Background: an optimization exercise with open tools, aiming at small area, a short achievable clock period and few clock cycles per item. Do not read the settings as production practice. Only simulation tests tie the RTL to the original design; equivalence was not proved. Power figures rest on the tool's default switching activity, not on a simulated workload.

<file path="flow/design.v">
module filet_dec (
    input  wire        clk,
    input  wire        rst,           
    input  wire        in_valid,
    output wire        in_ready,
    input  wire [31:0] in_data,
    input  wire        in_last,       
    input  wire [1:0]  cfg_depth,     
    input  wire [12:0] cfg_len0,      
    input  wire [12:0] cfg_len1,      
    input  wire [12:0] cfg_len2,      
    output reg         out_valid,
    input  wire        out_ready,
    output reg  [19:0] out_data,
    output reg         out_eos,       
    output reg         out_eol,       
    output reg         out_err        
);
    localparam S_IDLE  = 3'd0;        
    localparam S_HDR   = 3'd1;        
    localparam S_SMP   = 3'd2;        
    localparam S_END   = 3'd3;        
    localparam S_FLUSH = 3'd4;        
    localparam S_DRAIN = 3'd5;        
    function [2:0] ff8(input [7:0] x);
        casez (x)
        8'b???????1: ff8 = 3'd0;
        8'b??????10: ff8 = 3'd1;
        8'b?????100: ff8 = 3'd2;
        8'b????1000: ff8 = 3'd3;
        8'b???10000: ff8 = 3'd4;
        8'b??100000: ff8 = 3'd5;
        8'b?1000000: ff8 = 3'd6;
        default:     ff8 = 3'd7;
        endcase
    endfunction
    wire        ofree = !out_valid || out_ready;  
    wire        hold;                             
    wire        en = ofree && !hold;              
    reg  [2:0]  st;
    reg  [31:0] w0, w1, w2;           
    reg  [1:0]  rp;                   
    reg  [20:0] wp;                   
    reg  [1:0]  nw;                   
    reg  [4:0]  p;                    
    reg         got_last;             
    reg         in_rdy;
    reg  [1:0]  dep;
    reg  [12:0] len1, len2;           
    reg  [12:0] srem;                 
    reg  [4:0]  blk;                  
    reg         first;                
    reg  [4:0]  k;
    reg  [5:0]  e;
    reg         verb;
    reg         ovr;                  
    assign in_ready = in_rdy;
    wire        fire = in_valid && in_rdy;
    wire        d10 = (dep == 2'd0);
    wire        d12 = (dep == 2'd1);
    wire [4:0]  bval = d10 ? 5'd10 : d12 ? 5'd12 : 5'd20;
    wire [31:0] wa = (rp == 2'd0) ? w0 : (rp == 2'd1) ? w1 : w2;
    wire [31:0] wb = (rp == 2'd0) ? w1 : (rp == 2'd1) ? w2 : w0;
    wire [31:0] wc = (rp == 2'd0) ? w2 : (rp == 2'd1) ? w0 : w1;
    wire [95:0] bufw = {wa, wb, wc};
    reg  [63:0] ge;                   
    reg  [63:0] zc;                   
    reg  [63:0] ec;                   
    integer i;
    always @* begin
        for (i = 0; i < 64; i = i + 1)
            ge[i] = (i >= p);
        for (i = 0; i < 64; i = i + 1) begin
            zc[i] = (i < 55) && ge[i] && !bufw[95 - i];
            if (i < 24) ec[i] = zc[i];
            else        ec[i] = zc[i] && !ge[i - 24];
        end
    end
    wire        esc = (ec == 64'd0);
    wire [7:0]  gany;
    wire [23:0] gidx;
    genvar g;
    generate
        for (g = 0; g < 8; g = g + 1) begin : grp
            assign gany[g] = |zc[8*g +: 8];
            assign gidx[3*g +: 3] = ff8(zc[8*g +: 8]);
        end
    endgenerate
    wire [2:0]  gsel = ff8(gany);
    wire [5:0]  z = {gsel, gidx[3*gsel +: 3]};
    reg  [6:0]  pn;                   
    always @* begin
        if (st == S_HDR)  pn = {2'b0, p} + 7'd11;
        else if (verb)    pn = {2'b0, p} + {2'b0, bval};
        else if (esc)     pn = {2'b0, p} + {2'b0, bval} + 7'd25;
        else              pn = {1'b0, z} + {2'b0, k} + 7'd1;
    end
    wire [5:0]  pb    = {1'b0, p} + {1'b0, bval};
    wire        fits  = got_last || nw[1] && (nw[0] || st == S_HDR || verb || pb <= 6'd39) ||
                        nw[0] && (st == S_HDR ? p <= 5'd21 : verb && pb <= 6'd32);
    wire        step0 = (st == S_HDR || st == S_SMP) && !ovr && fits;
    wire        step  = step0 && en;
    wire        past  = ({nw, 5'd0} < pn);
    wire [41:0] hwin = {wa, wb[31:22]} << p;
    wire [5:0]  h_e  = hwin[41:36];
    wire [4:0]  h_k  = hwin[35:31];
    wire        hdr_bad  = (h_k != 5'd31) && (h_k > bval);
    wire        seq_end  = (srem == 13'd1);
    wire        line_end = seq_end && (len1 == 13'd0);
    reg  [31:0] padb;                 
    always @*
        for (i = 0; i < 32; i = i + 1)
            padb[i] = ge[i] && bufw[95 - i];
    wire        pad_ok  = (nw == 2'd0) ||
                          (nw == 2'd1 && p != 5'd0 && padb == 32'd0);
    wire [1:0]  pd   = pn[6:5];
    wire [1:0]  drop = step ? pd : 2'd0;
    wire        keep = (st == S_IDLE || st == S_HDR || st == S_SMP || st == S_END);
    wire        wr   = fire && keep;
    reg  [2:0]  st_x [0:1];
    reg         gl_x [0:1];
    reg  [1:0]  nw_x [0:1];
    reg         rd_x [0:1];
    integer     x;
    always @* begin
        for (x = 0; x < 2; x = x + 1) begin
            st_x[x] = st;
            gl_x[x] = got_last || (fire && in_last);
            nw_x[x] = nw - ((x == 1 && step0) ? pd : 2'd0) + {1'b0, wr};
            case (st)
            S_IDLE:  if (fire) st_x[x] = S_HDR;
            S_HDR:   if (ovr || (x == 1 && step0 && hdr_bad)) st_x[x] = S_FLUSH;
                     else if (x == 1 && step0) st_x[x] = S_SMP;
            S_SMP:   if (ovr) st_x[x] = S_FLUSH;
                     else if (x == 1 && step0) st_x[x] = line_end ? S_END :
                                           (seq_end || blk == 5'd31) ? S_HDR : S_SMP;
            S_END:   if (x == 1) st_x[x] = got_last ? S_IDLE : S_DRAIN;
            S_FLUSH: if (x == 1 && line_end) st_x[x] = S_DRAIN;
            default: if (got_last) st_x[x] = S_IDLE;
            endcase
            if (st_x[x] == S_IDLE && st != S_IDLE) begin
                gl_x[x] = 1'b0;
                nw_x[x] = 2'd0;
            end
            rd_x[x] = (st_x[x] == S_IDLE) ||
                      (!gl_x[x] && (st_x[x] == S_FLUSH || st_x[x] == S_DRAIN || nw_x[x] != 2'd3));
        end
    end
    wire [2:0]  st_n = en ? st_x[1] : st_x[0];
    wire        gl_n = en ? gl_x[1] : gl_x[0];
    wire [1:0]  nw_n = en ? nw_x[1] : nw_x[0];
    always @(posedge clk) begin
        if (rst) begin
            st       <= S_IDLE;
            ovr      <= 1'b0;
            nw       <= 2'd0;
            got_last <= 1'b0;
            in_rdy   <= 1'b1;
        end else begin
            st       <= st_n;
            if (en) ovr <= step && got_last && past;
            nw       <= nw_n;
            got_last <= gl_n;
            in_rdy   <= en ? rd_x[1] : rd_x[0];
        end
    end
    wire [2:0]  wq = {1'b0, rp} + {1'b0, nw};
    wire [1:0]  wi = (wq >= 3'd3) ? wq[1:0] - 2'd3 : wq[1:0];
    wire [2:0]  rq = {1'b0, rp} + {1'b0, pd};
    always @(posedge clk) begin
        if (rst)
            rp <= 2'd0;
        else if (en && step0)
            rp <= (rq >= 3'd3) ? rq[1:0] - 2'd3 : rq[1:0];
    end
    always @(posedge clk) begin
        if (en && step0)
            case (pd)
            2'd0: ;
            2'd1: wp <= wa[20:0];
            default: wp <= wb[20:0];
            endcase
        if (wr) begin
            if (wi == 2'd0) w0 <= in_data;
            if (wi == 2'd1) w1 <= in_data;
            if (wi == 2'd2) w2 <= in_data;
        end
    end
    always @(posedge clk) begin
        if (st == S_IDLE) begin
            p     <= 5'd0;
            dep   <= cfg_depth;
            len1  <= cfg_len1;
            len2  <= cfg_len2;
            srem  <= cfg_len0;
            blk   <= 5'd0;
            first <= 1'b1;
        end else begin
            if (step) p <= pn[4:0];
            if (step && st == S_HDR) begin
                e    <= h_e;
                k    <= h_k;
                verb <= (h_k == 5'd31);
            end
            if ((step && st == S_SMP) || (en && st == S_FLUSH)) begin
                first <= seq_end;
                blk   <= seq_end ? 5'd0 : blk + 5'd1;
                srem  <= seq_end ? len1 : srem - 13'd1;
                if (seq_end) begin
                    len1 <= len2;
                    len2 <= 13'd0;
                end
            end
        end
    end
    reg         r2v, r2eos, r2eol, r2err, r2ss, r2verb, r2esc;
    reg  [1:0]  r2dep;
    reg  [4:0]  r2m;
    wire [5:0]  zm = z - {1'b0, p};
    always @(posedge clk) begin
        if (rst) begin
            r2v <= 1'b0;
        end else if (en) begin
            r2v    <= (step && st == S_SMP) || st == S_FLUSH;
            r2eos  <= seq_end;
            r2eol  <= line_end;
            r2err  <= (st == S_FLUSH);
            r2ss   <= first;
            r2verb <= verb || st == S_FLUSH;
            r2esc  <= esc;
            r2dep  <= dep;
            r2m    <= zm[4:0];
        end
    end
    wire [52:0] xw   = {wp, wa} << p;
    wire [20:0] ext  = xw[52:32];
    wire        x10  = (r2dep == 2'd0);
    wire        x12  = (r2dep == 2'd1);
    wire [20:0] mk   = ~(21'h1FFFFF << k);
    wire [20:0] uesc = x10 ? {10'd0, ext[10:0]} : x12 ? {8'd0, ext[12:0]} : ext;
    wire [19:0] yverb = x10 ? {10'd0, ext[9:0]} : x12 ? {8'd0, ext[11:0]} : ext[19:0];
    wire [24:0] urice = ({20'd0, r2m} << k) | {4'd0, ext & mk};
    wire [24:0] u     = r2esc ? {4'd0, uesc} : urice;
    wire        endok = got_last && pad_ok;
    reg         r3v, r3eos, r3eol, r3err, r3ss, r3verb, r3big, r3two;
    reg  [1:0]  r3dep;
    reg  [20:0] r3q;
    reg  [5:0]  r3e;
    always @(posedge clk) begin
        if (rst) begin
            r3v <= 1'b0;
        end else if (en) begin
            r3v    <= r2v;
            r3eos  <= r2eos;
            r3eol  <= r2eol;
            r3err  <= r2err || (st == S_END && (ovr || !endok));
            r3ss   <= r2ss;
            r3verb <= r2verb;
            r3dep  <= r2dep;
            r3e    <= e;
            r3q    <= r2verb ? {1'b0, yverb} : ({1'b0, u[20:1]} ^ {21{u[0]}});
            r3two  <= r2v && !r2verb && (u[24:21] == 4'd0) && (e[5:3] != 3'd0);
            r3big  <= !r2verb && (u[24:21] != 4'd0);
        end
    end
    wire        y10 = (r3dep == 2'd0);
    wire        y12 = (r3dep == 2'd1);
    wire [19:0] init = y10 ? 20'h00200 : y12 ? 20'h00800 : 20'h80000;
    wire [19:0] top  = y10 ? 20'h003FF : y12 ? 20'h00FFF : 20'hFFFFF;
    reg         ph;                   
    assign      hold = r3two && !ph;
    wire [3:0]  dgt  = hold ? {r3e[5:3], 1'b0} : {r3e[2:0], 1'b1};
    wire [19:0] base = (r3ss && !ph) ? init : out_data;
    wire signed [23:0] qq = hold ? {r3q, 3'd0} : {{3{r3q[20]}}, r3q};
    wire signed [28:0] t  = $signed({9'd0, base}) + qq * $signed({1'b0, dgt});
    wire        neg  = t[28];
    wire        over = y10 ? (t[27:10] != 18'd0) :
                       y12 ? (t[27:12] != 16'd0) : (t[27:20] != 8'd0);
    wire [19:0] y    = r3verb ? r3q[19:0] :
                       r3big  ? (r3q[20] ? 20'd0 : top) :
                       neg    ? 20'd0 :
                       over   ? top : t[19:0];
    always @(posedge clk) begin
        if (rst) begin
            out_valid <= 1'b0;
            ph        <= 1'b0;
        end else if (ofree) begin
            out_valid <= r3v && !hold;
            ph        <= hold;
        end
    end
    always @(posedge clk) begin
        if (ofree && r3v) begin
            out_data <= y;
            out_eos  <= r3eos;
            out_eol  <= r3eol;
            out_err  <= r3err;
        end
    end
endmodule
</file>
<file path="flow/flow/run.sh">
#!/bin/bash
# The standard layout, with the timing repair steps asked to leave a
# larger setup margin than the flow settings allow, so they work on the
# critical paths. The SDC, clock period and everything else are unchanged.
set -euo pipefail
bash standard.sh SETUP_SLACK_MARGIN=18 TNS_END_PERCENT=0 finish > standard_make.log 2>&1
</file>
<file path="flow/standard.sh">
#!/bin/bash
# synth_recipe.tcl (not shown) runs the flow's synth.tcl, then flattens the netlist and writes it again
# the make line also repeats each setting of config.mk as NAME=value (left out here)
make -C /OpenROAD-flow-scripts/flow DESIGN_CONFIG=/design/flow/config.mk WORK_HOME=/design/flow/orfs CLKGATE_MAP_FILE= SYNTH_SCRIPT=/design/flow/synth_recipe.tcl "${@:-finish}"
</file>
<file path="flow/config.mk">
export PLATFORM = sky130hd
export DESIGN_NAME = filet_dec
export DESIGN_NICKNAME = filet_dec
export VERILOG_FILES = /design/flow/design.v
export SDC_FILE = /design/flow/constraint.sdc
export NUM_CORES = 4
export LEC_CHECK = 0
export ABC_AREA = 1
export CAP_MARGIN = 20
export CORE_MARGIN = 2
export CORE_UTILIZATION = 40
export SLEW_MARGIN = 20
</file>
<file path="flow/constraint.sdc">
create_clock -name core_clock -period 24.0 [get_ports {clk}]
set_input_delay 4.8000 -clock core_clock [delete_from_list [all_inputs] [get_ports {clk}]]
set_output_delay 4.8000 -clock core_clock [all_outputs]
set_load 0.01 [all_outputs]
</file>
==> results of run 1 <==
==> metrics by stage <==
stage / cell area, µm² / setup WS (ps) / cells / total power, mW / hold WS, ps
floorplan: 22810 / 17500 / 3070 / 1.146 / 400.3
global placement: 24410 / 16470 / 3833 / 1.399 / 403.2
detailed placement: 24410 / 16350 / 3833 / 1.401 / 408.3
CTS: 26990 / 17920 / 3972 / 1.921 / 423.1
global route: 27530 / 17580 / 3989 / 2.071 / 432.8
finish: 27530 / 17850 / 3990 / 1.953 / 421.7
==> Yosys cell counts, drive strengths merged (33+ instances only) <==
master | n | area share (%)
buf | 63 | 1.6
xor2 | 33 | 1.3
clkbuf | 59 | 0.97
nand3 | 280 | 6.2
o21ai | 255 | 5.7
nor2 | 294 | 5.1
fa | 73 | 6.4
nand2 | 775 | 13
nand4 | 47 | 1.3
ha | 98 | 5.4
inv | 428 | 7.1
a21oi | 112 | 2.5
edfxtp | 242 | 32
==> layer usage <==
| layer | track usage [%] | up-vias | share of wire [%] |
|---|---|---|---|
| met3 | 4.586 | 222 | 7.3 |
| met2 | 47.13 | 938 | 46 |
| met5 | 0 | - | 0.015 |
| met1 | 37.63 | 10700 | 41 |
| met4 | 12.98 | 2 | 5.2 |
| li1 | - | 10580 | - |
==> placed cells by master (no fill, tap or decap), types with 12 or more instances in the layout <==
cell type          n
clkdlybuf4s50_1   75
a22oi_1           14
buf_4             86
xnor2_1           20
nor2_1           263
nor3_1            25
nand2_2           14
or2_2             24
inv_1            399
a221oi_1          12
a21oi_1          104
nand2_1          750
dfxtp_1           18
inv_2             13
ha_1              95
nand4_1           47
o22ai_1           28
nor2_2            12
fa_1              73
o211ai_1          24
o21ai_2           14
xor2_1            33
o21ai_0          213
buf_12            22
a31oi_1           14
edfxtp_1         242
nand3_1          266
o21ai_1           26
o221ai_1          16
clkbuf_16         34
nor2_4            20
==> worst max path at each step <==
stage            startpoint            to  cells after the start
2_1_floorplan     out_ready           ovr                      9
3_3_place_gp          rp[1]         rp[0]                     30
3_5_place_dp          rp[1]         rp[0]                     29
4_1_cts        out_data[10]  out_data[10]                      1
5_1_grt               rp[1]         rp[1]                     38
6_report          out_ready       len2[1]                     12
==> state kept, by name (all words and copies together), names as in the netlist, 2 cells and up <==
| name | cells |
|---|---|
| w1 | 32 |
| out_data | 20 |
| r2m | 5 |
| len2 | 13 |
| k | 5 |
| r3e | 6 |
| w0 | 32 |
| w2 | 32 |
| r2dep | 2 |
| nw | 2 |
| srem | 13 |
| st | 3 |
| e | 6 |
| dep | 2 |
| blk | 5 |
| wp | 21 |
| r3dep | 2 |
| len1 | 13 |
| rp | 2 |
| r3q | 21 |
| p | 5 |
==> worst reg2reg max path: cells and delay by family, from the launching register on <==
family,cells,cell delay (ps)
fa+ha+maj,4,1420
simple gates,10,1370
buf+inv,9,1270
compound gates,9,1600
flops,1,400
==> kinds of logic after synthesis <==
group / Yosys count / share of synthesized area (%)
AO/OA/AOI/OAI: 544 / 14.28
buffers and inverters: 552 / 9.684
XOR/XNOR: 54 / 2.080
AND/OR/NAND/NOR: 1472 / 27.54
multiplexers: 10 / 0.4402
flip-flops: 267 / 34.16
adder cells (fa/ha/maj): 171 / 11.82
==> power groups by stage <==
stage / clock [mW] / combinational [mW] / sequential (mW)
after floorplan: 0 / 0.543 / 0.603
after global placement: 0 / 0.787 / 0.612
after detailed placement: 0 / 0.787 / 0.614
after CTS: 0.473 / 0.844 / 0.604
after global routing: 0.489 / 0.971 / 0.610
final: 0.462 / 0.885 / 0.605
==> repair_timing <==
action / CTS / global route
cloned: 14 / 5
pin swaps: 30 / 23
buffers inserted: 73 / 11
endpoints found under the setup margin: 300 / 183
gates resized for setup: 240 / 68
==> final cells by class <==
class	instances	area [µm²]
repair inverters	2	13.76
fillers	5566	28740
inverters	430	1703
flip-flops and latches	267	7791
diodes	1	2.502
well taps	756	945.9
repair buffers	228	2567
clock buffers	35	758.2
multi-input cells	2254	13540
clock inverters	17	212.7
==> results.cfg, run 1 <==
[placed_design]
dp_hpwl_mm = 64.91
gp_congestion = 1.028
io_buffers = 102

[power]
power_leakage_nw = 12.11
seq_power_share_pct = 31.0
pwr-share-clk_pct = 23.7
peakVddDrop_uv = 57.96
power_density_nw_per_um2 = 70.93
p_sw_share_pct = 41.73
p_sw_mw = 0.8151
pwr-share-comb_pct = 45.3
p_int_mw = 1.138

[floorplan]
die_w_um = 242.4
die_h_um = 242.4
die-area_um2 = 58770
start_util_pct = 40.41
ios = 103
core_area_um2 = 56280
fp-row-count = 87

[critical_path]
critPathLaunchType = input pin
critPathMaxFanout = 14
cp_data_arrival_time_ps = 6440
reg2reg_from = rp[0]
reg2reg_slack_ps = 17880
rr_worst_depth = 32
timing.rr.end = rp[1]
critical-path-top-delay-family = buffers and inverters
end_kind = flip-flop
cp_slowest_cell = clkdlybuf4s50_1
critical-path-max-stage-delay_ps = 520
cp_cell_sequence = clkdlybuf4s50_1 > nor2_4 > inv_2 > nand2_8 > nor2_4 > nand2_1 > o21ai_4 > inv_4 > nand2_8 > nand2_4 > clkinvlp_4 > buf_12
critPathBufInv = 5
critical_path_class = input pin to flip-flop
required_ps = 24290

[min_path]
min_to = out_eol
min_path_type = flip-flop to flip-flop
hold_depth = 0
holdCritStartpoint = r3eol

[detailed_routing]
viasPerCell = 5.622
first_iter_violations = 2403
num_vias = 22430
post_drt_wl_per_cell_um = 22.08
drt_wl_total_mm = 88.10
drt_first_pass_iters = 8
postRouteAntennaNets = 0
drc = 0

[clock_tree]
insertion_delay_ps = 600
cts-root-buf = clkbuf_16
postCtsHoldBufs = 0
clockBufferDepth = 3
cts_tree = yes
cts_buffers = 29
clk_pin_slew_ps = 60
htreeDepth = 1
cts_sinks = 267

[cells_and_area]
drive_gt1_share_pct = 11.75
fin_util_pct = 48.93
area_growth_pct = 21.09
fin_nets = 3461

[global_route]
grt_pass1_vias = 21710
grt_start_max_net_pins = 58
grt_pass1_wl_mm = 130.7
antenna_found_initial = 4
grt_overflow = 0
grtUsageTotal_pct = 28.84

[sta]
drv_slew = 0
slew-limit-headroom_pct = 28.04
setup_viol = 0
rsz0062_at_grt = true
layout_min_cycle_time_ps = 6154
fin_crit_sh_pct = 25.64
fmax_mhz = 162.5
max_slew.worst_pin.slew_ps = 1079
final_hold_viol_count = 0
clock_skew_ps = 21.80
setup_tns_ps = 0

[flow_run]
drv_cap = 0

[synthesis]
synth_fp_nets = 3319
synthDistinctLibCells = 66
avgSynthCellArea_um2 = 7.407
synth-edff-count = 242
ys_seq_area_share_pct = 34.16
synth-async-reset-ratio_pct = 0
synthesis.instances = 3070
synth-seq-cells = 267
ys.flop_type = edfxtp_1
yosysWarnings = 5
syn-cell-area_um2 = 22740

[status]
status = timing/DRC/antenna clean
Testbench counts, summed over its fixed seeds: cycles 113,654, samples 109,175.
==> run 2: changes to the inputs <==
--- a/flow/design.v
+++ b/flow/design.v
@@ -55,2 +55,3 @@
     reg         verb;
+    reg         r2h;                  
     reg         ovr;                  
@@ -90,2 +91,8 @@
     wire [5:0]  z = {gsel, gidx[3*gsel +: 3]};
+    wire [52:0] xw   = {wp, wa} << p;
+    wire [20:0] ext  = xw[52:32];
+    wire [4:0]  hk   = ext[4:0];
+    wire [4:0]  kk   = r2h ? hk : k;
+    wire        vv   = r2h ? (hk == 5'd31) : verb;
+    wire        hdr_bad = r2h && (hk != 5'd31) && (hk > bval);
     reg  [6:0]  pn;                   
@@ -93,16 +100,12 @@
         if (st == S_HDR)  pn = {2'b0, p} + 7'd11;
-        else if (verb)    pn = {2'b0, p} + {2'b0, bval};
+        else if (vv)      pn = {2'b0, p} + {2'b0, bval};
         else if (esc)     pn = {2'b0, p} + {2'b0, bval} + 7'd25;
-        else              pn = {1'b0, z} + {2'b0, k} + 7'd1;
+        else              pn = {1'b0, z} + {2'b0, kk} + 7'd1;
     end
     wire [5:0]  pb    = {1'b0, p} + {1'b0, bval};
-    wire        fits  = got_last || nw[1] && (nw[0] || st == S_HDR || verb || pb <= 6'd39) ||
-                        nw[0] && (st == S_HDR ? p <= 5'd21 : verb && pb <= 6'd32);
-    wire        step0 = (st == S_HDR || st == S_SMP) && !ovr && fits;
+    wire        fits  = got_last || nw[1] && (nw[0] || st == S_HDR || vv || pb <= 6'd39) ||
+                        nw[0] && (st == S_HDR ? p <= 5'd21 : vv && pb <= 6'd32);
+    wire        step0 = (st == S_HDR || st == S_SMP) && !ovr && !hdr_bad && fits;
     wire        step  = step0 && en;
     wire        past  = ({nw, 5'd0} < pn);
-    wire [41:0] hwin = {wa, wb[31:22]} << p;
-    wire [5:0]  h_e  = hwin[41:36];
-    wire [4:0]  h_k  = hwin[35:31];
-    wire        hdr_bad  = (h_k != 5'd31) && (h_k > bval);
     wire        seq_end  = (srem == 13'd1);
@@ -131,5 +134,5 @@
             S_IDLE:  if (fire) st_x[x] = S_HDR;
-            S_HDR:   if (ovr || (x == 1 && step0 && hdr_bad)) st_x[x] = S_FLUSH;
+            S_HDR:   if (ovr) st_x[x] = S_FLUSH;
                      else if (x == 1 && step0) st_x[x] = S_SMP;
-            S_SMP:   if (ovr) st_x[x] = S_FLUSH;
+            S_SMP:   if (ovr || hdr_bad) st_x[x] = S_FLUSH;
                      else if (x == 1 && step0) st_x[x] = line_end ? S_END :
@@ -199,7 +202,2 @@
             if (step) p <= pn[4:0];
-            if (step && st == S_HDR) begin
-                e    <= h_e;
-                k    <= h_k;
-                verb <= (h_k == 5'd31);
-            end
             if ((step && st == S_SMP) || (en && st == S_FLUSH)) begin
@@ -222,2 +220,3 @@
             r2v <= 1'b0;
+            r2h <= 1'b0;
         end else if (en) begin
@@ -228,3 +227,4 @@
             r2ss   <= first;
-            r2verb <= verb || st == S_FLUSH;
+            r2verb <= vv || st == S_FLUSH;
+            r2h    <= step && st == S_HDR;
             r2esc  <= esc;
@@ -234,4 +234,2 @@
     end
-    wire [52:0] xw   = {wp, wa} << p;
-    wire [20:0] ext  = xw[52:32];
     wire        x10  = (r2dep == 2'd0);
@@ -244,2 +242,8 @@
     wire        endok = got_last && pad_ok;
+    always @(posedge clk)
+        if (en && r2h) begin
+            e    <= ext[10:5];
+            k    <= hk;
+            verb <= (hk == 5'd31);
+        end
     reg         r3v, r3eos, r3eol, r3err, r3ss, r3verb, r3big, r3two;
@@ -247,3 +251,2 @@
     reg  [20:0] r3q;
-    reg  [5:0]  r3e;
     always @(posedge clk) begin
@@ -259,3 +262,2 @@
             r3dep  <= r2dep;
-            r3e    <= e;
             r3q    <= r2verb ? {1'b0, yverb} : ({1'b0, u[20:1]} ^ {21{u[0]}});
@@ -271,3 +273,3 @@
     assign      hold = r3two && !ph;
-    wire [3:0]  dgt  = hold ? {r3e[5:3], 1'b0} : {r3e[2:0], 1'b1};
+    wire [3:0]  dgt  = hold ? {e[5:3], 1'b0} : {e[2:0], 1'b1};
     wire [19:0] base = (r3ss && !ph) ? init : out_data;
==> run 2 against run 1 <==
Highest routed layer is now met4. Still clean. Clock power grew 3%. Flip-flop and latch count down 5. Largest power group unchanged. Fmax is 0.13% lower. Hold slack worse by 4.6 ps. Sequential power is 3% lower. Synthesized cell count down 7.9%. First-iteration DRC count shrank 20%. Register-to-register slack improved by 130 ps. Non-clock buffer count up 34. Power fell by 4.3%. Design area shrank 1.5%.
==> results.cfg, run 2 <==
[status]
status = timing/DRC/antenna clean

[cells_and_area]
fin_cells = 3746
fillers = 5073
layout_common_cells = nand2_1, inv_1, nor2_1, edfxtp_1, nand3_1
fin_nets = 3275
drive_gt1_share_pct = 16.39
largestRegisters = w0 x32, w1 x32, w2 x32
area_growth_pct = 23.70
final_common_cell = nand2_1
n_antenna_cell = 0

[synthesis]
synth_compound_area_share_pct = 14.91
synth-simple-area-share_pct = 26.87
ys_seq_area_share_pct = 34.71
avgSynthCellArea_um2 = 7.753
synth_fp_nets = 3076
synthesis.instances = 2827
synthDistinctLibCells = 74
syn-cell-area_um2 = 21920
synth-edff-count = 236
yosysWarnings = 5
synth_top_cell_by_area = edfxtp_1
synth-async-reset-ratio_pct = 0
synth_top_family_by_area = simple AND/OR/NAND/NOR gates
synth_common_cells = nand2_1, inv_1, nor2_1
synth_xor_area_share_pct = 2.238
synthMuxAreaShare_pct = 0.5937
synth.area.top_cells = edfxtp_1, nand2_1, fa_1
synth_top_area_share_pct = 32.33
ys.flop_type = edfxtp_1
synth.most_common_cell = nand2_1
synth-seq-cells = 262
synthAdderAreaFrac_pct = 12.26

[detailed_routing]
num_vias = 21470
viasPerCell = 5.731
drc = 0
drt_wl_total_mm = 81.51
drt_first_pass_iters = 6
first_iter_violations = 1932
postRouteAntennaNets = 0
post_drt_wl_per_cell_um = 21.76

[clock_tree]
cts_tree = yes
insertion_delay_ps = 610
cts_buffers = 30
cts-root-buf = clkbuf_16
postCtsHoldBufs = 0
clockBufferDepth = 3
htreeDepth = 1
clk_pin_slew_ps = 70
cts_sinks = 262

[floorplan]
core_area_um2 = 54030
die-area_um2 = 56680
ios = 103
die_w_um = 238.1
fp-row-count = 85
start_util_pct = 40.57
die_h_um = 238.1

[flow_run]
drv_cap = 0

[placed_design]
dp_slack_ps = 15350
gp_congestion = 0.9664
io_buffers = 102
dp.cells = 3542
dp_hpwl_mm = 58.80

[global_route]
grt_pass1_vias = 20660
globalRouteMet1Util_pct = 35.55
grtUsageTotal_pct = 27.32
use_met2_pct = 45.17
antenna_found_initial = 1
grt_overflow = 0
grt_pass1_wl_mm = 120.3
busiest_layer = met2
grtUsageMet3_pct = 3.274
grt_start_max_net_pins = 51

[sta]
rsz0062_at_grt = true
final_hold_viol_count = 0
layout_setup_ws_ps = 17840
max_slew.worst_pin.slew_ps = 1209
clock_skew_ps = 20.25
whs_ps = 417.1
layout_min_cycle_time_ps = 6162
fmax_mhz = 162.3
setup_viol = 0
drv_slew = 0
fin_crit_sh_pct = 25.68
slew-limit-headroom_pct = 18.65
setup_tns_ps = 0

[critical_path]
critical_path_class = flip-flop to primary output
critical-path-max-stage-delay_ps = 440
reg2reg_slack_ps = 18010
critPathLaunchType = flip-flop
critical-path-top-delay-family = flip-flops
cp_slowest_cell = edfxtp_1
required_ps = 19200
end_kind = primary output
cp_cell_sequence = dlygate4sd2_1
critPathMaxFanout = 2
critPathBufInv = 1
cp_data_arrival_time_ps = 1360

[power]
seq_power_share_pct = 31.5
power_leakage_nw = 11.85
pwr-share-clk_pct = 25.5
peakVddDrop_uv = 60.29
p_int_mw = 1.119
pwr-share-comb_pct = 43.0
power_density_nw_per_um2 = 68.97
p_sw_share_pct = 40.15
p_sw_mw = 0.7509

[min_path]
min_path_type = flip-flop to flip-flop
[run 2: cell count changes after synthesis, moves of 9 or more]
cell | before | now
nand3_2 | 0 | 28
nor2_1 | 285 | 301
nand3_1 | 280 | 213
inv_2 | 14 | 25
clkbuf_1 | 59 | 46
inv_1 | 412 | 321
a22oi_1 | 14 | 23
o21ai_0 | 225 | 200
o21ai_1 | 23 | 12
nand2_1 | 769 | 647
o211ai_1 | 24 | 15
a21oi_1 | 111 | 122
[run 2: stage by stage]
step           util [%]  power, mW  area, µm²
2_1_floorplan         -      1.078      22010
3_3_place_gp      43.61      1.283      23560
3_5_place_dp      43.61      1.290      23560
4_1_cts           47.58      1.803      25700
5_1_grt           50.19      1.981      27110
6_report          50.19      1.870      27110
[run 2: final timing paths]
check / startpoint / to / cells after the start
min reg2reg: r3err / out_err / 0
min: r3err / out_err / 0
max reg2reg: p[1] / rp[1] / 38
max: out_data[12] / out_data[12] / 1
[run 2: worst reg2reg max path, delay by kind of cell, from the launching register on]
kind	cells	cell delay, ps
buffers and inverters	9	930
AO/OA/AOI/OAI	11	1670
XOR/XNOR	1	130
adder cells (fa/ha/maj)	4	1050
flip-flops	1	370
AND/OR/NAND/NOR	13	1750
[run 2: kinds of logic after synthesis]
kind of cell | Yosys count
simple gates | 1333
compound gates | 534
buf+inv | 458
flops | 262
fa+ha+maj | 171
xor+xnor | 56
mux | 13
[run 2: power groups by stage]
stage                     clock network, mW  logic, mW  registers (mW)
after floorplan                           0      0.490           0.588
after global placement                    0      0.687           0.596
after detailed placement                  0      0.692           0.598
after CTS                             0.485      0.730           0.588
after global routing                  0.504      0.882           0.594
final                                 0.477      0.804           0.589
[run 2: layer usage]
metal  up-vias  part of all wire [%]
met5         -                     0
li1      10020                     -
met2       937                    47
met3       235                   6.8
met4         0                   5.5
met1     10280                    41
[run 2: layout make-up]
cell class	instances	area, µm²	share of cell area (%)
sequential	262	7634	28.15
clock buffer	37	817.0	3.013
inverter	354	1455	5.367
multi-input combinational	2114	13350	49.23
clock inverter	19	212.7	0.7845
tap	696	870.8	3.212
timing repair inverter	2	22.52	0.08306
timing repair buffer	262	2753	10.15
[run 2: what timing repair did]
| item | CTS | global route |
|---|---|---|
| cloned | 12 | 11 |
| buffers inserted | 43 | 82 |
| setup endpoints to repair | 241 | 135 |
| pin swaps | 29 | 57 |
| resized for setup | 150 | 138 |
Testbench counts of run 2, summed over its fixed seeds: cycles 113,654, samples 109,175.
==> run 3: changes to the inputs <==
--- a/flow/design.v
+++ b/flow/design.v
@@ -242,2 +242,3 @@
     wire        endok = got_last && pad_ok;
+    wire        big   = (u[24:21] != 4'd0) || (e[5:3] != 3'd0 && u[20:18] != 3'd0);
     always @(posedge clk)
@@ -263,4 +264,4 @@
             r3q    <= r2verb ? {1'b0, yverb} : ({1'b0, u[20:1]} ^ {21{u[0]}});
-            r3two  <= r2v && !r2verb && (u[24:21] == 4'd0) && (e[5:3] != 3'd0);
-            r3big  <= !r2verb && (u[24:21] != 4'd0);
+            r3two  <= r2v && !r2verb && !big && (e[5:3] != 3'd0);
+            r3big  <= !r2verb && big;
         end
@@ -275,7 +276,7 @@
     wire [19:0] base = (r3ss && !ph) ? init : out_data;
-    wire signed [23:0] qq = hold ? {r3q, 3'd0} : {{3{r3q[20]}}, r3q};
-    wire signed [28:0] t  = $signed({9'd0, base}) + qq * $signed({1'b0, dgt});
-    wire        neg  = t[28];
-    wire        over = y10 ? (t[27:10] != 18'd0) :
-                       y12 ? (t[27:12] != 16'd0) : (t[27:20] != 8'd0);
+    wire signed [20:0] qq = hold ? {r3q[17:0], 3'd0} : r3q;
+    wire signed [25:0] t  = $signed({6'd0, base}) + qq * $signed({1'b0, dgt});
+    wire        neg  = t[25];
+    wire        over = y10 ? (t[24:10] != 15'd0) :
+                       y12 ? (t[24:12] != 13'd0) : (t[24:20] != 5'd0);
     wire [19:0] y    = r3verb ? r3q[19:0] :
==> run 3 against run 2 <==
Still clean. Design area shrank 2.1%. Fmax grew 0.69%. Utilization grew 0.34 points. Critical endpoint is now out_data[17]. Largest cell class unchanged. Largest power group unchanged. Highest routed layer unchanged.
==> results.cfg, run 3 <==
[sta]
setup_viol = 0
setup_tns_ps = 0
max_slew.worst_pin.slew_ps = 1035
clock_skew_ps = 38.15
fmax_mhz = 163.4
rsz0062_at_grt = true
slew-limit-headroom_pct = 30.84
fin_crit_sh_pct = 25.50
final_hold_viol_count = 0
drv_slew = 0
layout_min_cycle_time_ps = 6120
whs_ps = 423.2

[critical_path]
critPathLaunchType = flip-flop
cp_data_arrival_time_ps = 1320
critical_path_class = flip-flop to primary output
critical-path-top-delay-family = flip-flops
critPathBufInv = 1
critPathMaxFanout = 2
required_ps = 19200
cp_slowest_cell = edfxtp_1
end_kind = primary output
critical-path-max-stage-delay_ps = 420
cp_cell_sequence = dlygate4sd2_1

[status]
status = timing/DRC/antenna clean

[clock_tree]
cts_buffers = 29
cts-root-buf = clkbuf_16
cts_sinks = 262
htreeDepth = 1
postCtsHoldBufs = 0
cts_tree = yes
clockBufferDepth = 3
clk_pin_slew_ps = 70
insertion_delay_ps = 600

[synthesis]
synth-async-reset-ratio_pct = 0
synth_common_cells = nand2_1, inv_1, nor2_1
synth.area.top_cells = edfxtp_1, nand2_1, fa_1
synth-edff-count = 236
synth_top_area_share_pct = 33.34
synth_top_cell_by_area = edfxtp_1
syn-cell-area_um2 = 21260
ys_seq_area_share_pct = 35.79
synth_fp_nets = 3011
synth.most_common_cell = nand2_1
yosysWarnings = 5
ys.flop_type = edfxtp_1
synthDistinctLibCells = 73
synthesis.instances = 2777
synth-seq-cells = 262
avgSynthCellArea_um2 = 7.655

[floorplan]
die_h_um = 234.5
fp-row-count = 84
die_w_um = 234.5
ios = 103
start_util_pct = 40.45
die-area_um2 = 55000
core_area_um2 = 52550

[detailed_routing]
num_vias = 21030
drc = 0
first_iter_violations = 2372
postRouteAntennaNets = 0
drt_wl_total_mm = 79.05
post_drt_wl_per_cell_um = 21.41
viasPerCell = 5.695
drt_first_pass_iters = 7

[power]
peakVddDrop_uv = 62.53
power_leakage_nw = 11.53
power_density_nw_per_um2 = 68.42

[cells_and_area]
area_growth_pct = 24.92
drive_gt1_share_pct = 16.28
final_common_cell = nand2_1
fillers = 5060
layout_common_cells = nand2_1, inv_1, nor2_1, edfxtp_1, nand3_1
largestRegisters = w0 x32, w1 x32, w2 x32
fin_nets = 3215
n_antenna_cell = 0

[global_route]
grt_pass1_vias = 20250
grt_start_max_net_pins = 45
grtUsageTotal_pct = 27.96
grt_pass1_wl_mm = 117.9
antenna_found_initial = 1
grt_overflow = 0

[placed_design]
io_buffers = 102
gp_congestion = 0.9704
dp_hpwl_mm = 55.59

[min_path]
min_path_type = flip-flop to flip-flop

[flow_run]
drv_cap = 0
==> run 3: cell types whose count changed in the layout (fill, tap and decap cells not counted), moves of 10 or more <==
cell	change
a22oi_1	-12
buf_4	+10
ha_1	-12
inv_2	-10
nand2_2	-15
nand3_1	+29
o21ai_0	-13
o21ai_1	+10
xnor2_1	-10
==> run 3: worst paths after layout <==
path | from | to | slack, ps | depth (start not counted)
max | out_data[17] | out_data[17] | 17880 | 1
min | r2ss | r3ss | 420 | 0
max reg2reg | rp[1] | rp[0] | 17940 | 36
min reg2reg | r2ss | r3ss | 420 | 0
==> run 3: timing repair <==
| action | in CTS | in global routing |
|---|---|---|
| cloned | 21 | 4 |
| gates resized for setup | 215 | 92 |
| setup endpoints to repair | 260 | 222 |
| pin swaps | 48 | 49 |
| setup buffers | 92 | 42 |
==> run 3: cell type report <==
cell class                      instances  area (µm²)  share of cell area (%)
Clock inverter                         19       186.4                  0.7021
Inverter                              354        1444                   5.438
Tap cell                              688       860.8                   3.242
Timing Repair inverter                  1       8.758                 0.03298
Timing Repair Buffer                  275        2893                   10.89
Clock buffer                           35       758.2                   2.856
Multi-Input combinational cell       2058       12770                   48.10
Sequential cell                       262        7631                   28.74
==> run 3: logic make-up (layout without fill, tap and decap cells) <==
group	count (synthesis)	in the layout	synth area share, %
AOI/OAI and AO/OA	493	494	13.84
xor gates and xnor gates	45	45	1.854
adders and majority gates	156	156	11.55
buffers and inverters	466	684	8.888
DFF	262	262	35.79
muxes	10	10	0.4709
and+or+nand+nor	1345	1353	27.61
==> run 3: metal layers <==
metal | GRT usage [%] | vias up | part of all wire [%]
met3 | 4.336 | 180 | 8.1
met5 | 0 | - | 0
li1 | - | 9837 | -
met1 | 38.13 | 10030 | 42
met4 | 9.925 | 0 | 3.9
met2 | 45.07 | 985 | 45
==> run 3: per-stage QoR <==
stage	area [µm²]	cells	util [%]	worst slack (ps)	total power [mW]
after floorplan	21350	2777	-	17670	1.041
after global routing	26550	3692	50.53	17750	1.917
after CTS	25730	3646	48.97	17850	1.762
after global placement	22870	3479	43.52	15660	1.229
final	26550	3692	50.53	17880	1.817
after detailed placement	22870	3479	43.52	15420	1.238
==> run 3: where the power goes <==
group | total, mW | internal (mW) | switching (mW) | leakage [nW]
clock | 0.449 | 0.258 | 0.191 | 0.461
combinational | 0.774 | 0.276 | 0.498 | 8.63
sequential | 0.594 | 0.563 | 0.0306 | 2.43
Testbench counts of run 3, summed over its fixed seeds: cycles 113,654, samples 109,175.
==> run 4: changes to the inputs <==
--- a/flow/design.v
+++ b/flow/design.v
@@ -105,5 +105,6 @@
     wire [5:0]  pb    = {1'b0, p} + {1'b0, bval};
-    wire        fits  = got_last || nw[1] && (nw[0] || st == S_HDR || vv || pb <= 6'd39) ||
-                        nw[0] && (st == S_HDR ? p <= 5'd21 : vv && pb <= 6'd32);
-    wire        step0 = (st == S_HDR || st == S_SMP) && !ovr && !hdr_bad && fits;
+    wire        vvf   = !r2h && verb;
+    wire        fits  = got_last || nw[1] && (nw[0] || st == S_HDR || vvf || pb <= 6'd39) ||
+                        nw[0] && (st == S_HDR ? p <= 5'd21 : vvf && pb <= 6'd32);
+    wire        step0 = (st == S_HDR || st == S_SMP) && !ovr && fits;
     wire        step  = step0 && en;
@@ -136,3 +137,3 @@
                      else if (x == 1 && step0) st_x[x] = S_SMP;
-            S_SMP:   if (ovr || hdr_bad) st_x[x] = S_FLUSH;
+            S_SMP:   if (ovr) st_x[x] = S_FLUSH;
                      else if (x == 1 && step0) st_x[x] = line_end ? S_END :
@@ -163,3 +164,3 @@
             st       <= st_n;
-            if (en) ovr <= step && got_last && past;
+            if (en) ovr <= step && got_last && past || hdr_bad;
             nw       <= nw_n;
@@ -171,3 +172,4 @@
     wire [1:0]  wi = (wq >= 3'd3) ? wq[1:0] - 2'd3 : wq[1:0];
-    wire [2:0]  rq = {1'b0, rp} + {1'b0, pd};
+    wire [1:0]  rp1 = (rp == 2'd2) ? 2'd0 : rp + 2'd1;
+    wire [1:0]  rp2 = (rp == 2'd0) ? 2'd2 : rp - 2'd1;
     always @(posedge clk) begin
@@ -176,3 +178,3 @@
         else if (en && step0)
-            rp <= (rq >= 3'd3) ? rq[1:0] - 2'd3 : rq[1:0];
+            rp <= (pd == 2'd0) ? rp : (pd == 2'd1) ? rp1 : rp2;
     end
==> run 4 against run 3 <==
Still clean. Clock skew down 24 ps. Design area fell by 0.43%. Count of clock-buffer cells in the layout shrank 3. Sequential power fell by 3%. Register-to-register slack improved by 60 ps. Fmax fell by 2.5%. Synthesized cell count up 5.6%. Power shrank 6.5%. First-iteration DRC count grew 1.3%. Die area is 3.8% higher. Critical path type unchanged.
==> results.cfg, run 4 <==
[synthesis]
synthDistinctLibCells = 72
synth_fp_nets = 3166
synth-edff-count = 236
synth_top_area_share_pct = 32.09
synth-seq-cells = 262
synth.most_common_cell = nand2_1
synth.area.top_cells = edfxtp_1, nand2_1, nand3_1
ys.flop_type = edfxtp_1
synth_common_cells = nand2_1, inv_1, nand3_1
synth-async-reset-ratio_pct = 0
avgSynthCellArea_um2 = 7.532
synthesis.instances = 2932
ys_seq_area_share_pct = 34.45
synth_top_cell_by_area = edfxtp_1
syn-cell-area_um2 = 22080
yosysWarnings = 5

[sta]
whs_ps = 417.0
setup_viol = 0
layout_min_cycle_time_ps = 6277
setup_tns_ps = 0
max_slew.worst_pin.slew_ps = 1045
slew-limit-headroom_pct = 30.18
final_hold_viol_count = 0
clock_skew_ps = 14.08
drv_slew = 0
fmax_mhz = 159.3
rsz0062_at_grt = true
fin_crit_sh_pct = 26.15

[critical_path]
rr_worst_depth = 24
critPathLaunch = out_data[19]
required_ps = 19200
critPathMaxFanout = 2
critical_path_class = flip-flop to primary output
cp_slowest_cell = clkdlybuf4s50_1
critical-path-top-delay-family = buffers and inverters
critical-path-max-stage-delay_ps = 540
cp.depth = 1
end_kind = primary output
timing.rr.end = out_data[0]
reg2reg_from = ph
cp_data_arrival_time_ps = 1480
critPathLaunchType = flip-flop
cp_cell_sequence = clkdlybuf4s50_1
reg2reg_slack_ps = 18000
critPathBufInv = 1
worstSetupEndpoint = out_data[19]

[placed_design]
dp.cells = 3644
dp_hpwl_mm = 59.67
gp_congestion = 0.9747
io_buffers = 102

[cells_and_area]
fin_cells = 3777
drive_gt1_share_pct = 13.08
largestRegisters = w0 x32, w1 x32, w2 x32
fin_nets = 3283
final_common_cell = nand2_1
fin_util_pct = 48.18
area_growth_pct = 19.73
layout_common_cells = nand2_1, inv_1, nand3_1, nor2_1, edfxtp_1
n_antenna_cell = 0

[clock_tree]
cts-root-buf = clkbuf_16
cts_buffers = 31
cts_tree = yes
clockBufferDepth = 3
insertion_delay_ps = 610
cts_sinks = 262
postCtsHoldBufs = 0
htreeDepth = 1
clk_pin_slew_ps = 60

[detailed_routing]
drc = 0
drt_wl_total_mm = 82.26
viasPerCell = 5.662
drt_first_pass_iters = 8
post_drt_wl_per_cell_um = 21.78
num_vias = 21390
first_iter_violations = 2402
postRouteAntennaNets = 0

[flow_run]
drv_cap = 0

[floorplan]
ios = 103
start_util_pct = 40.24
core_area_um2 = 54880
die_h_um = 239.0
die-area_um2 = 57100
fp-row-count = 86
die_w_um = 239.0

[power]
power_mw = 1.698
p_sw_mw = 0.6250
pwr-share-comb_pct = 35.5
p_sw_share_pct = 36.81
p_int_mw = 1.073
peakVddDrop_uv = 54.22
power_density_nw_per_um2 = 64.23
seq_power_share_pct = 34.0
power_leakage_nw = 11.70
pwr-share-clk_pct = 30.5

[min_path]
min_path_type = flip-flop to flip-flop

[global_route]
grt_overflow = 0
antenna_found_initial = 1
grt_pass1_wl_mm = 120.0
grt_pass1_vias = 20060
grtUsageTotal_pct = 27.43
grt_start_max_net_pins = 57

[status]
status = timing/DRC/antenna clean
run 4: changes by cell type after synthesis, moves of 8 or more:
cell	change
nand2_2	+10
clkbuf_1	-8
a31oi_1	-9
buf_6	+9
o211ai_2	+9
nor2_1	-27
inv_2	+13
nand2_1	+74
a221oi_1	-10
nand4_1	-32
nand3_1	+75
o21ai_1	+27
o21ai_2	+9
run 4: timing repair:
| action | 4_1_cts | 5_1_grt |
|---|---|---|
| buffers inserted | 11 | 42 |
| endpoints found under the setup margin | 284 | 258 |
| pin swaps | 7 | 28 |
| gates cloned | 12 | 11 |
| hold endpoints to repair | 0 | 0 |
| gates resized for setup | 85 | 131 |
run 4: routing by layer:
layer / global-route usage [%] / routed length [µm]
met3: 3.360 / 6094
met5: 0 / 0
met4: 8.996 / 3038
met2: 44.01 / 36690
met1: 38.40 / 36440
run 4: worst min-delay path by stage:
stage	start	to	cells after the start
global placement	r2ss	r3ss	0
CTS	r2eol	r3eol	0
floorplan	r3eol	out_eol	0
detailed placement	r2eol	r3eol	0
global route	r2ss	r3ss	0
finish	r2eol	r3eol	0
run 4: cells by family (layout without fill, tap and decap cells):
family	count (synthesis)	after routing	synth area share, %
AND/OR/NAND/NOR	1452	1454	28.84
AO/OA/AOI/OAI	519	520	14.07
buffers and inverters	487	625	9.292
flip-flops	262	262	34.45
adder cells (fa/ha/maj)	156	156	11.08
XOR/XNOR	49	49	1.943
multiplexers	7	7	0.3173
run 4: per-stage QoR:
step	area, µm²	setup WS, ps
final	26440	17720
after global routing	26440	17640
after CTS	25370	17630
after detailed placement	23600	16330
after global placement	23590	16280
after floorplan	22180	17700
run 4: layout make-up:
class | count | area, µm²
sequential | 262 | 7625
inverter | 374 | 1490
timing repair buffer | 191 | 2303
multi-input combinational | 2186 | 13010
clock buffer | 32 | 779.5
fill | 5402 | 28440
tap | 704 | 880.8
clock inverter | 25 | 326.6
timing repair inverter | 3 | 27.53
run 4: power groups by stage:
stage | clock, mW | sequential, mW | combinational (mW)
floorplan | 0 | 0.576 | 0.403
global route | 0.547 | 0.582 | 0.668
CTS | 0.530 | 0.577 | 0.574
detailed placement | 0 | 0.587 | 0.551
finish | 0.518 | 0.577 | 0.603
global placement | 0 | 0.586 | 0.546
Testbench counts of run 4, summed over its fixed seeds: cycles 113,654, samples 109,175.
==> run 5: changes to the inputs <==
--- a/flow/design.v
+++ b/flow/design.v
@@ -105,6 +105,5 @@
     wire [5:0]  pb    = {1'b0, p} + {1'b0, bval};
-    wire        vvf   = !r2h && verb;
-    wire        fits  = got_last || nw[1] && (nw[0] || st == S_HDR || vvf || pb <= 6'd39) ||
-                        nw[0] && (st == S_HDR ? p <= 5'd21 : vvf && pb <= 6'd32);
-    wire        step0 = (st == S_HDR || st == S_SMP) && !ovr && fits;
+    wire        fits  = got_last || nw[1] && (nw[0] || st == S_HDR || vv || pb <= 6'd39) ||
+                        nw[0] && (st == S_HDR ? p <= 5'd21 : vv && pb <= 6'd32);
+    wire        step0 = (st == S_HDR || st == S_SMP) && !ovr && !hdr_bad && fits;
     wire        step  = step0 && en;
@@ -137,3 +136,3 @@
                      else if (x == 1 && step0) st_x[x] = S_SMP;
-            S_SMP:   if (ovr) st_x[x] = S_FLUSH;
+            S_SMP:   if (ovr || hdr_bad) st_x[x] = S_FLUSH;
                      else if (x == 1 && step0) st_x[x] = line_end ? S_END :
@@ -164,3 +163,3 @@
             st       <= st_n;
-            if (en) ovr <= step && got_last && past || hdr_bad;
+            if (en) ovr <= step && got_last && past;
             nw       <= nw_n;
@@ -172,4 +171,3 @@
     wire [1:0]  wi = (wq >= 3'd3) ? wq[1:0] - 2'd3 : wq[1:0];
-    wire [1:0]  rp1 = (rp == 2'd2) ? 2'd0 : rp + 2'd1;
-    wire [1:0]  rp2 = (rp == 2'd0) ? 2'd2 : rp - 2'd1;
+    wire [2:0]  rq = {1'b0, rp} + {1'b0, pd};
     always @(posedge clk) begin
@@ -178,3 +176,3 @@
         else if (en && step0)
-            rp <= (pd == 2'd0) ? rp : (pd == 2'd1) ? rp1 : rp2;
+            rp <= (rq >= 3'd3) ? rq[1:0] - 2'd3 : rq[1:0];
     end
==> flow/flow/run.sh (replaced) <==
#!/bin/bash
# The standard layout, with two changes to how it is made (the SDC,
# clock period and constraints are unchanged):
#  - the timing repair steps are asked to leave a larger setup margin than
#    the flow settings allow, so they work on the critical paths, and only
#    on the worst endpoint's (TNS_END_PERCENT 0);
#  - every input and output port still gets a buffer, but a plain buf_2
#    rather than the delay buffer the port buffering step picks by itself.
set -euo pipefail
bash standard.sh SETUP_SLACK_MARGIN=18 TNS_END_PERCENT=0 \
    "BUFFER_PORTS_ARGS=-buffer_cell sky130_fd_sc_hd__buf_2" finish > standard_make.log 2>&1
==> run 5 against run 4 <==
Sequential share of layout area up 0.47 points. Register-to-register slack worse by 70 ps. Flip-flop and latch count unchanged. Still clean on timing, DRC and antenna. Critical path depth up 37. Largest cell class unchanged.
==> results.cfg, run 5 <==
[power]
pwr-share-clk_pct = 25.1
pwr-share-comb_pct = 42.4
peakVddDrop_uv = 61.46
p_sw_mw = 0.7232
power_leakage_nw = 11.47
p_int_mw = 1.094
p_sw_share_pct = 39.79
seq_power_share_pct = 32.5
power_density_nw_per_um2 = 69.86
power_mw = 1.818

[placed_design]
io_buffers = 102
dp_hpwl_mm = 52.77
gp_congestion = 1.013

[min_path]
holdCritStartpoint = r3eos
min_path_type = flip-flop to flip-flop

[sta]
fmax_mhz = 164.8
slew-limit-headroom_pct = 30.89
drv_slew = 0
setup_tns_ps = 0
final_hold_viol_count = 0
setup_viol = 0
layout_min_cycle_time_ps = 6067
max_slew.worst_pin.slew_ps = 1024
rsz0062_at_grt = true
fin_crit_sh_pct = 25.28
clock_skew_ps = 17.40

[clock_tree]
postCtsHoldBufs = 0
clockBufferDepth = 3
cts_tree = yes
cts_sinks = 262
clk_pin_slew_ps = 60
htreeDepth = 1
insertion_delay_ps = 590
cts_buffers = 30
cts-root-buf = clkbuf_16

[synthesis]
synth_top_cell_by_area = edfxtp_1
synthesis.instances = 2777
avgSynthCellArea_um2 = 7.655
synth_fp_nets = 3011
syn-cell-area_um2 = 21260
ys_seq_area_share_pct = 35.79
synth.most_common_cell = nand2_1
synth-async-reset-ratio_pct = 0
synth-edff-count = 236
synth_top_area_share_pct = 33.34
synthDistinctLibCells = 73
ys.flop_type = edfxtp_1
yosysWarnings = 5
synth.area.top_cells = edfxtp_1, nand2_1, fa_1
synth-seq-cells = 262
synth_common_cells = nand2_1, inv_1, nor2_1

[floorplan]
die_w_um = 234.5
core_area_um2 = 52550
ios = 103
fp-row-count = 84
start_util_pct = 40.45
die_h_um = 234.5
die-area_um2 = 55000

[global_route]
grt_pass1_vias = 19610
grtUsageTotal_pct = 26.08
antenna_found_initial = 0
grt_pass1_wl_mm = 111.2
grt_overflow = 0
grt_start_max_net_pins = 59

[cells_and_area]
layout_common_cells = nand2_1, inv_1, nor2_1, edfxtp_1, nand3_1
area_growth_pct = 22.40
final_common_cell = nand2_1
fillers = 5129
multi_input_area_um2 = 12780
fin_nets = 3204
largestRegisters = w0 x32, w1 x32, w2 x32
fin_util_pct = 49.51
ff_latch_area_um2 = 7626
drive_gt1_share_pct = 19.10
n_antenna_cell = 0

[detailed_routing]
postRouteAntennaNets = 0
drc = 0
viasPerCell = 5.734
drt_first_pass_iters = 9
post_drt_wl_per_cell_um = 20.95
first_iter_violations = 2343
drt_wl_total_mm = 77.13
num_vias = 21110

[critical_path]
critical-path-max-stage-delay_ps = 520
critPathMaxFanout = 8
critical_path_class = flip-flop to flip-flop
cp_data_arrival_time_ps = 6570
end_kind = flip-flop
cpMostUsedCell = inv_2
critPathLaunchType = flip-flop
required_ps = 24500
reg2reg_from = rp[1]
cp_slowest_cell = fa_1
critPathLaunch = rp[1]

[status]
status = timing/DRC/antenna clean

[flow_run]
drv_cap = 0
-- run 5: changes by cell type in the layout (fill, tap and decap cells not counted), moves of 19 or more --
cell and change:
o21ai_1 -19, dlymetal6s2s_1 -19, buf_2 +104, nand3_1 -80, nand2_1 -69, buf_4 +67, nand4_1 +32, clkdlybuf4s50_1 -77
-- run 5: kinds of logic after synthesis --
kind of cell	share of synthesized area, %
multiplexers	0.4709
flip-flops	35.79
buffers and inverters	8.888
AO/OA/AOI/OAI	13.84
XOR/XNOR	1.854
adder cells (fa/ha/maj)	11.55
AND/OR/NAND/NOR	27.61
-- run 5: worst max-delay path, delay by kind of cell, from the launching register on --
family	cells	cell delay, ps
AOI/OAI and AO/OA	11	2100
xor gates and xnor gates	1	200
adders and majority gates	4	1020
buffers and inverters	9	980
DFF	1	360
and+or+nand+nor	13	1310
-- run 5: through the flow --
stage	hold slack, ps	setup WS [ps]	cell area, µm²	instances
after global routing	438.2	17680	26020	3682
after floorplan	400.3	17670	21350	2777
after CTS	424.7	17860	24330	3577
after detailed placement	410.9	15300	22360	3478
after global placement	403.7	15570	22360	3478
final	422.8	17930	26020	3682
-- run 5: repair_timing --
| action | in CTS | in global routing |
|---|---|---|
| buffers inserted | 28 | 89 |
| resized for setup | 110 | 166 |
| setup endpoints to repair | 162 | 195 |
| gates cloned | 15 | 14 |
| pin swaps | 14 | 67 |
-- run 5: power groups by stage --
stage          Sequential [mW]  Combinational, mW  Clock, mW
2_1_floorplan            0.589              0.452          0
3_3_place_gp             0.598              0.617          0
3_5_place_dp             0.599              0.626          0
4_1_cts                  0.591              0.666      0.465
5_1_grt                  0.596              0.839      0.483
6_report                 0.591              0.771      0.455
-- run 5: cell type report --
type	instances	area share [%]
flip-flops and latches	262	29.31
multi-input cells	2057	49.10
clock buffers	35	3.034
inverters	354	5.501
well taps	688	3.308
clock inverters	21	0.6973
repair buffers	265	9.045
-- run 5: layer usage --
metal  up-vias  track usage, %  wire length [µm]
met4         0           10.44              3683
met2      1043           41.31             34280
met5         -               0                 0
met3       228           4.033              6683
li1       9813               -                 -
met1     10030           35.73             32490
-- run 5: path summary, 6_finish.rpt --
| check | to | slack (ps) | depth (start not counted) |
|---|---|---|---|
| worst max-delay path | rp[0] | 17930 | 38 |
| worst min-delay path | out_eos | 420 | 0 |
| worst max register to register | rp[0] | 17930 | 38 |
| worst min register to register | out_eos | 420 | 0 |
Testbench counts of run 5, summed over its fixed seeds: cycles 113,654, samples 109,175.
==> run 6: changes to the inputs <==
--- a/flow/design.v
+++ b/flow/design.v
@@ -41,3 +41,3 @@
     reg  [31:0] w0, w1, w2;           
-    reg  [1:0]  rp;                   
+    reg  [2:0]  rh;                   
     reg  [20:0] wp;                   
@@ -62,5 +62,5 @@
     wire [4:0]  bval = d10 ? 5'd10 : d12 ? 5'd12 : 5'd20;
-    wire [31:0] wa = (rp == 2'd0) ? w0 : (rp == 2'd1) ? w1 : w2;
-    wire [31:0] wb = (rp == 2'd0) ? w1 : (rp == 2'd1) ? w2 : w0;
-    wire [31:0] wc = (rp == 2'd0) ? w2 : (rp == 2'd1) ? w0 : w1;
+    wire [31:0] wa = {32{rh[0]}} & w0 | {32{rh[1]}} & w1 | {32{rh[2]}} & w2;
+    wire [31:0] wb = {32{rh[0]}} & w1 | {32{rh[1]}} & w2 | {32{rh[2]}} & w0;
+    wire [31:0] wc = {32{rh[0]}} & w2 | {32{rh[1]}} & w0 | {32{rh[2]}} & w1;
     wire [95:0] bufw = {wa, wb, wc};
@@ -169,10 +169,8 @@
     end
-    wire [2:0]  wq = {1'b0, rp} + {1'b0, nw};
-    wire [1:0]  wi = (wq >= 3'd3) ? wq[1:0] - 2'd3 : wq[1:0];
-    wire [2:0]  rq = {1'b0, rp} + {1'b0, pd};
+    wire [2:0]  wh = (nw == 2'd0) ? rh : (nw == 2'd1) ? {rh[1:0], rh[2]} : {rh[0], rh[2:1]};
     always @(posedge clk) begin
         if (rst)
-            rp <= 2'd0;
+            rh <= 3'd1;
         else if (en && step0)
-            rp <= (rq >= 3'd3) ? rq[1:0] - 2'd3 : rq[1:0];
+            rh <= (pd == 2'd0) ? rh : (pd == 2'd1) ? {rh[1:0], rh[2]} : {rh[0], rh[2:1]};
     end
@@ -186,5 +184,5 @@
         if (wr) begin
-            if (wi == 2'd0) w0 <= in_data;
-            if (wi == 2'd1) w1 <= in_data;
-            if (wi == 2'd2) w2 <= in_data;
+            if (wh[0]) w0 <= in_data;
+            if (wh[1]) w1 <= in_data;
+            if (wh[2]) w2 <= in_data;
         end
==> run 6 against run 5 <==
Sequential share of layout area increased by 0.25 points. Register-to-register slack improved by 120 ps. Critical path depth decreased by 37. Global-route usage increased by 0.58 points. Critical endpoint is now in_ready. Synthesized cell count increased by 0.83%. Critical path type is now flip-flop to primary output. Still clean on timing, DRC and antenna. First-iteration DRC count decreased by 8.2%. Die area about the same. Via count increased by 0.21%. Sequential power decreased by 2%. Non-clock buffer count increased by 1. Fmax increased by 0.59%. Clock power decreased by 2%.
==> results.cfg, run 6 <==
[clock_tree]
cts_sinks = 263
cts-root-buf = clkbuf_16
htreeDepth = 1
insertion_delay_ps = 600
postCtsHoldBufs = 0
clockBufferDepth = 3
cts_buffers = 30
clk_pin_slew_ps = 60
cts_tree = yes

[sta]
setup_viol = 0
fin_crit_sh_pct = 25.13
rsz0062_at_grt = true
clock_skew_ps = 17.69
drv_slew = 0
layout_min_cycle_time_ps = 6032
slew-limit-headroom_pct = 30.40
final_hold_viol_count = 0
fmax_mhz = 165.8
max_slew.worst_pin.slew_ps = 1040
setup_tns_ps = 0

[critical_path]
end_kind = primary output
required_ps = 19200
worstSetupEndpoint = in_ready
critical-path-max-stage-delay_ps = 450
cp.depth = 1
reg2reg_slack_ps = 18050
cp_slowest_cell = dfxtp_1
reg2reg_from = ph
critPathMaxFanout = 3
critPathBufInv = 1
cp_cell_sequence = buf_2
cp_data_arrival_time_ps = 1230
critPathLaunch = in_rdy
timing.rr.end = out_data[2]
rr_worst_depth = 30
critical-path-top-delay-family = flip-flops
critical_path_class = flip-flop to primary output
critPathLaunchType = flip-flop

[global_route]
grt_start_max_net_pins = 69
grtUsageTotal_pct = 26.67
antenna_found_initial = 1
grt_pass1_vias = 19530
grt_pass1_wl_mm = 112.8
grt_overflow = 0

[flow_run]
drv_cap = 0

[synthesis]
yosysWarnings = 5
synth_common_cells = nand2_1, inv_1, nor2_1
synth.area.top_cells = edfxtp_1, nand2_1, fa_1
synth-async-reset-ratio_pct = 0
synth_top_area_share_pct = 33.35
ys.flop_type = edfxtp_1
syn-cell-area_um2 = 21250
avgSynthCellArea_um2 = 7.590
synth.most_common_cell = nand2_1
synthesis.instances = 2800
synth_fp_nets = 3028
synth-edff-count = 236
ys_seq_area_share_pct = 35.89
synth-seq-cells = 263
synth_top_cell_by_area = edfxtp_1
synthDistinctLibCells = 71

[cells_and_area]
layout_common_cells = nand2_1, inv_1, nor2_1, edfxtp_1, nand3_1
fin_nets = 3226
largestRegisters = w0 x32, w1 x32, w2 x32
n_antenna_cell = 0
final_common_cell = nand2_1
fillers = 5110
area_growth_pct = 21.93
drive_gt1_share_pct = 17.81
fin_util_pct = 49.31

[detailed_routing]
postRouteAntennaNets = 0
drc = 0
num_vias = 21160
first_iter_violations = 2151
drt_first_pass_iters = 6
viasPerCell = 5.705
drt_wl_total_mm = 78.83
post_drt_wl_per_cell_um = 21.25

[min_path]
min_path_type = flip-flop to flip-flop

[power]
power_leakage_nw = 11.33
peakVddDrop_uv = 61.31
power_density_nw_per_um2 = 63.97

[floorplan]
die-area_um2 = 54990
start_util_pct = 40.44
ios = 103
core_area_um2 = 52550
die_w_um = 234.5
fp-row-count = 84
die_h_um = 234.5

[placed_design]
gp_congestion = 0.9888
io_buffers = 102
dp_hpwl_mm = 54.66

[status]
status = timing/DRC/antenna clean
## run 6: routing by layer
metal,vias to the layer above,global-route usage [%],wire length (µm)
li1,9876,-,-
met1,10120,36.46,33340
met2,949,42.77,35890
met3,211,3.670,5996
met4,2,10.53,3587
met5,-,0,11
## run 6: what timing repair did
| item | 4_1_cts | 5_1_grt |
|---|---|---|
| endpoints found under the setup margin | 165 | 177 |
| pin swaps | 26 | 60 |
| gates cloned | 12 | 13 |
| buffers inserted | 50 | 78 |
| gates resized for setup | 137 | 120 |
## run 6: area by class of cell
cell class	count	area (µm²)	area share, %
sequential	263	7659	29.56
timing repair inverter	3	25.02	0.09657
clock inverter	20	182.7	0.7050
tap	688	860.8	3.322
timing repair buffer	266	2240	8.643
inverter	342	1375	5.307
clock buffer	35	769.5	2.970
multi-input combinational	2092	12800	49.40
## run 6: logic make-up after synthesis
group           share of synthesized area [%]
simple gates                            27.80
compound gates                          13.87
buf+inv                                 8.690
flops                                   35.89
fa+ha+maj                               11.13
xor+xnor                                2.143
mux                                    0.4828
## run 6: worst min-delay path by stage
stage	start	to	slack, ps	cells after the start
6_report	r3eos	out_eos	420	0
5_1_grt	r2ss	r3ss	420	0
4_1_cts	r3eos	out_eos	420	0
3_5_place_dp	r3eos	out_eos	410	0
3_3_place_gp	r3eos	out_eos	400	0
2_1_floorplan	r3eol	out_eol	400	0
## run 6: report_power, final
part           switching [mW]  internal, mW  total, mW
clock                   0.194         0.252      0.446
combinational           0.405         0.227      0.632
sequential             0.0252         0.555      0.580
total                   0.624          1.03       1.66
## run 6: through the flow
step	setup WS, ps	hold WS [ps]	cell area (µm²)	total power, mW	cells
after floorplan	17560	400.3	21370	0.9565	2800
after global placement	15100	403.1	22350	1.092	3501
after detailed placement	15120	406.2	22350	1.102	3501
after CTS	17940	420.1	24540	1.585	3618
after global routing	17770	423.6	25910	1.746	3709
final	17970	417.5	25910	1.658	3709
Testbench counts of run 6, summed over its fixed seeds: cycles 113,654, samples 109,175.

[static timing again, ports no longer ideal]
How much do the figures lean on ideal ports? The routed layouts below were timed once more, with nothing changed but the port constraints.
Step 1 (the two cells are an assumption about what drives the block):
set clk [get_ports {clk}]
set_driving_cell -lib_cell sky130_fd_sc_hd__clkbuf_16 $clk
set_driving_cell -lib_cell sky130_fd_sc_hd__buf_2 [delete_from_list [all_inputs] $clk]
Step 2 adds t to the input delays and takes it off the output delays; t is the mean of the earliest and latest rising clock arrival at the registers after step 1. Input paths then give back, and output paths get back, about the clock's delay inside the block.
a / b / c = ideal / step 1 / step 2; a / b = the first two.
run | t (ns) | setup slack, ns | worst setup path after step 2 | slew at the worst register clock pin (ns)
run 1 | 0.646 | 17.846 / 17.872 / 17.226 | input to register | 0.07 / 0.07
run 2 | 0.660 | 17.838 / 17.780 / 17.297 | input to register | 0.07 / 0.07
run 3 | 0.635 | 17.880 / 17.823 / 17.320 | input to register | 0.07 / 0.07
run 4 | 0.658 | 17.723 / 17.666 / 17.186 | input to register | 0.07 / 0.07
run 5 | 0.647 | 17.933 / 17.918 / 17.323 | input to register | 0.06 / 0.06
run 6 | 0.649 | 17.968 / 17.911 / 17.348 | input to register | 0.07 / 0.07
After both steps every run listed still meets setup and hold.
